Source: an optimization exercise on an open RTL-to-GDS flow (aim: small area). Production flows keep margins and buffers that such runs may drop.
Function was checked by simulation only, so behaviour that the tests miss may differ from the original.
No activity file was given, so power comes from the tool's default toggle rates.

v34:
==> flow/design.v (excerpt) <==
module mi_decim (
    input  wire        clk,
    input  wire        rst,
    input  wire        en,
    input  wire        align,
    input  wire        invert,
    input  wire        mod_tick,
    input  wire        mod_dat,
    input  wire [4:0]  guard_count,
    input  wire        guard_hi_en,
    input  wire        guard_lo_en,
    input  wire [23:0] guard_hi,
    input  wire [23:0] guard_lo,
    input  wire        ovr_clr,
    output reg         swift_valid,    
    output wire [31:0] swift_word,
    output reg         control_valid,    
    output wire [31:0] control_word,
    output reg         quiet_valid,    
    output wire [31:0] quiet_word,
    output reg         record_valid,    
    output wire [31:0] record_word,
    output reg         stat_ovr,
    output reg         ovr_sticky,
    output reg         guard_hi_live,
    output reg         guard_lo_live
);
Size: roughly 0.011 mm2 of cells after synthesis.
Settings: LEC_CHECK=0, ABC_CLOCK_PERIOD_IN_PS=15000, CAP_MARGIN=20, CORE_MARGIN=2, CORE_UTILIZATION=40, SLEW_MARGIN=20; clock period 40.0 ns.
standard.sh (not shown) runs the stock make flow with config.mk's settings and CLKGATE_MAP_FILE= SYNTH_SCRIPT=/design/flow/synth_recipe.tcl, a recipe that flattens the netlist after the stock synthesis.
==> flow/flow/run.sh <==
#!/bin/bash
# The standard layout (standard.sh), with three changes:
# - the combinational logic of the standard synthesis is mapped again for
#   area by ABC (deepsyn, then amap) in Yosys; the flip-flops are kept as
#   they are (same instances, names and cells), only the gates between them
#   change;
# - each port is buffered by a buf_1 instead of the resizer's default pick;
# - clock tree: clkbuf_4 buffers, clusters of at most 10 sinks within 40 um,
#   no dummy loads.
# Each tool's output goes to a log of its own here: standard_synth.log,
# prep.log, resynth.log, check.log, standard.log (the tools' own logs of the
# standard steps are under orfs/logs).
set -euo pipefail
ARGS=("BUFFER_PORTS_ARGS=-buffer_cell sky130_fd_sc_hd__buf_1"
      "CTS_ARGS=-sink_clustering_enable -repair_clock_nets -dont_use_dummy_load -buf_list sky130_fd_sc_hd__clkbuf_4 -sink_clustering_size 10 -sink_clustering_max_diameter 40")
RES=$PWD/orfs/results/$FLOW_PLATFORM/mi_decim/base
LIB=$FLOW_HOME/platforms/$FLOW_PLATFORM/lib/sky130_fd_sc_hd__tt_025C_1v80.lib
YOSYS=$(command -v yosys || echo "$FLOW_HOME/../tools/install/yosys/bin/yosys")

# 1. the standard synthesis, up to its netlist
bash standard.sh "${ARGS[@]}" "$RES/1_2_yosys.v" > standard_synth.log 2>&1
cp "$RES/1_2_yosys.v" standard_netlist.v

# 2. the library without the platform's don't-use cells, its combinational
#    cells as Verilog, and the netlist with its flip-flops as Yosys cells
{
  python3 flow/filter_lib.py "$LIB" use.lib 'sky130_fd_sc_hd__(lpflow_.*|probe_p_8|probec_p_8)'
  python3 flow/genmodels.py use.lib comb_models.v
  python3 flow/ff2int.py standard_netlist.v netlist_int.v
} > prep.log 2>&1

# 3. map the gates again
cat > resynth.ys <<EOT
read_liberty -lib use.lib
read_verilog -overwrite comb_models.v
read_verilog -icells netlist_int.v
hierarchy -check -top $FLOW_TOP
flatten
simplemap
opt_clean -purge
abc -liberty use.lib -script flow/area.abc
read_liberty -lib -overwrite use.lib
opt_clean -purge
hilomap -singleton -hicell sky130_fd_sc_hd__conb_1 HI -locell sky130_fd_sc_hd__conb_1 LO
splitnets
insbuf -buf sky130_fd_sc_hd__buf_4 A X
opt_clean -purge
check -assert
write_verilog -noattr -noexpr -nohex -nodec resynth_int.v
EOT
"$YOSYS" -s resynth.ys > resynth.log 2>&1
python3 flow/int2ff.py resynth_int.v resynth.v >> prep.log 2>&1

# 4. check the new netlist: mapped, and the same flip-flops as the standard one
cat > check.ys <<EOT
read_liberty -lib use.lib
read_verilog resynth.v
hierarchy -check -top $FLOW_TOP
check -assert -mapped
stat -liberty use.lib
EOT
"$YOSYS" -s check.ys > check.log 2>&1
python3 - >> check.log 2>&1 <<'EOT'
import re, sys
def flops(f):
    v = open(f).read()
    return sorted((t, n.strip()) for t, n in
                  re.findall(r'^\s*(sky130_fd_sc_hd__\w*df\w*)\s+(\S+\s?)\s*\(', v, re.M))
a, b = flops('standard_netlist.v'), flops('resynth.v')
print('flip-flops: standard', len(a), 'resynthesized', len(b), 'same' if a == b else 'DIFFERENT')
sys.exit(0 if a == b else 1)
EOT
cp resynth.v "$RES/1_2_yosys.v"

# 5. the rest of the standard layout
bash standard.sh "${ARGS[@]}" finish > standard.log 2>&1
Other scripts of this flow, unchanged in this note and not shown: flow/flow/area.abc, flow/flow/ff2int.py, flow/flow/filter_lib.py, flow/flow/genmodels.py, flow/flow/int2ff.py
Edits applied to the flow inputs when going from v34 to v11:
diff --git a/flow/design.v b/flow/design.v
--- a/flow/design.v
+++ b/flow/design.v
@@ -241,15 +241,15 @@
     reg  [2:0]   c;           
     reg  [1:0]   slot;
     wire [1:0]   slot_n;
     wire         c4 = (c == 3'd4);
     wire         c5 = (c == 3'd5);
     mi_inc #(.W(2)) u_slot (.a(slot), .ci(1'b1), .s(slot_n));
     always @(posedge clk) begin
-        if (rst) begin
+        if (off) begin
             c    <= 3'd0;
             slot <= 2'd0;
         end else if (tick || c != 3'd0 || slot != 2'd0) begin
             if (c4) begin
                 c    <= (slot == 2'd3) ? 3'd5 : 3'd0;
                 slot <= slot_n;
             end else if (c5) begin
Notes after the runs:
When v11 is measured against v34, its transition at the pin with the smallest max-transition slack turns out 0.14 ns lower.
Re register-to-register setup slack: v11 and v34 aren't equal, and the lower value belongs to v34.
Taking v34 as the reference, in v11 die area has remained practically unchanged, routed wire length has remained practically unchanged.
Diff v11 and v34: met2 capacity usage during global routing lower in v11
As far as placed cell area is concerned, v34 and v11 perform about the same.
Compared with v34, v11 shows non-clock buffer count that has gone down by a few percent.
The width of the die was comparable across v11 and v34.
v34 has a higher total design power than v11.
Combinational power share (lower): v11
Summary of v11 over v34: number of design-rule violations left by the first detailed-router iteration went up, height of the die has remained practically unchanged, global-route wire length before repair shows a reduction of 0.49%.
[v11 vs v34] least setup slack across all paths after layout: higher in v11


mi_decim with an RTL version that a note above also has.
For scale: roughly 1100 cells after synthesis, ~200 I/O pins, ~11000 µm² of cells after synthesis.
Design mi_decim, start of the top module:
module mi_decim (
    input  wire        clk,
    input  wire        rst,
    input  wire        en,
    input  wire        align,
    input  wire        invert,
    input  wire        mod_tick,
    input  wire        mod_dat,
    input  wire [4:0]  guard_count,
    input  wire        guard_hi_en,
    input  wire        guard_lo_en,
    input  wire [23:0] guard_hi,
    input  wire [23:0] guard_lo,
    input  wire        ovr_clr,
    output reg         swift_valid,    
    output wire [31:0] swift_word,
    output reg         control_valid,    
    output wire [31:0] control_word,
    output reg         quiet_valid,    
    output wire [31:0] quiet_word,
    output reg         record_valid,    
    output wire [31:0] record_word,
    output reg         stat_ovr,
    output reg         ovr_sticky,
    output reg         guard_hi_live,
    output reg         guard_lo_live
);
export LEC_CHECK = 0
export ABC_CLOCK_PERIOD_IN_PS = 15000
export CAP_MARGIN = 20
export CORE_MARGIN = 2
export CORE_UTILIZATION = 40
export SLEW_MARGIN = 20
create_clock -name core_clock -period 40.0 [get_ports {clk}]
Scripts as last shown in full above: flow/flow/run.sh
Other scripts of this flow, unchanged in this note and not shown: flow/flow/area.abc, flow/flow/ff2int.py, flow/flow/filter_lib.py, flow/flow/genmodels.py, flow/flow/int2ff.py
The baseline completed with no timing, DRC or antenna violations.
Next try:
--- a/flow/design.v
+++ b/flow/design.v
@@ -241,15 +241,15 @@
     reg  [2:0]   c;           
     reg  [1:0]   slot;
     wire [1:0]   slot_n;
     wire         c4 = (c == 3'd4);
     wire         c5 = (c == 3'd5);
     mi_inc #(.W(2)) u_slot (.a(slot), .ci(1'b1), .s(slot_n));
     always @(posedge clk) begin
-        if (off) begin
+        if (rst) begin
             c    <= 3'd0;
             slot <= 2'd0;
         end else if (tick || c != 3'd0 || slot != 2'd0) begin
             if (c4) begin
                 c    <= (slot == 2'd3) ? 3'd5 : 3'd0;
                 slot <= slot_n;
             end else if (c5) begin
The new run ran to the end with no violations.
Design area is about the same.
Die area stays flat.
Hold slack got worse by 3.3 ps.
Power goes up by 4.9%.
Via count goes down by 0.91%.

what the ideal ports hide:
How much do the figures lean on ideal ports? The routed layouts below were timed once more, with nothing changed but the port constraints.
Step 1, drivers: a clkbuf_16 drives clk and a buf_2 each remaining input, both assumed.
Step 2 moves the port delays by t, midway between the first and last clock arrival at a register: inputs arrive t later, outputs are due t later. That takes back most of the time a late clock gives input paths.
Slacks: no drivers / after step 1 / after step 2; pairs: no drivers / after step 1.
run | t (ns) | setup slack, ns | hold slack, ns | worst setup path at the end
v34 | 0.663 | 13.157 / 13.180 / 12.517 | 0.368 / 0.368 / 0.368 | input to register
v11 | 0.657 | 15.518 / 15.539 / 14.882 | 0.360 / 0.360 / 0.360 | input to register
the first run of note 2 | 0.648 | 15.551 / 15.579 / 14.931 | 0.370 / 0.370 / 0.370 | input to register
the second run of note 2 | 0.652 | 14.971 / 14.993 / 14.341 | 0.367 / 0.367 / 0.367 | input to register
After both steps setup and hold are still met in every run listed. For v34, which loses most, drivers alone change the setup slack by +0.023 ns; drivers and shift together by -0.640 ns.
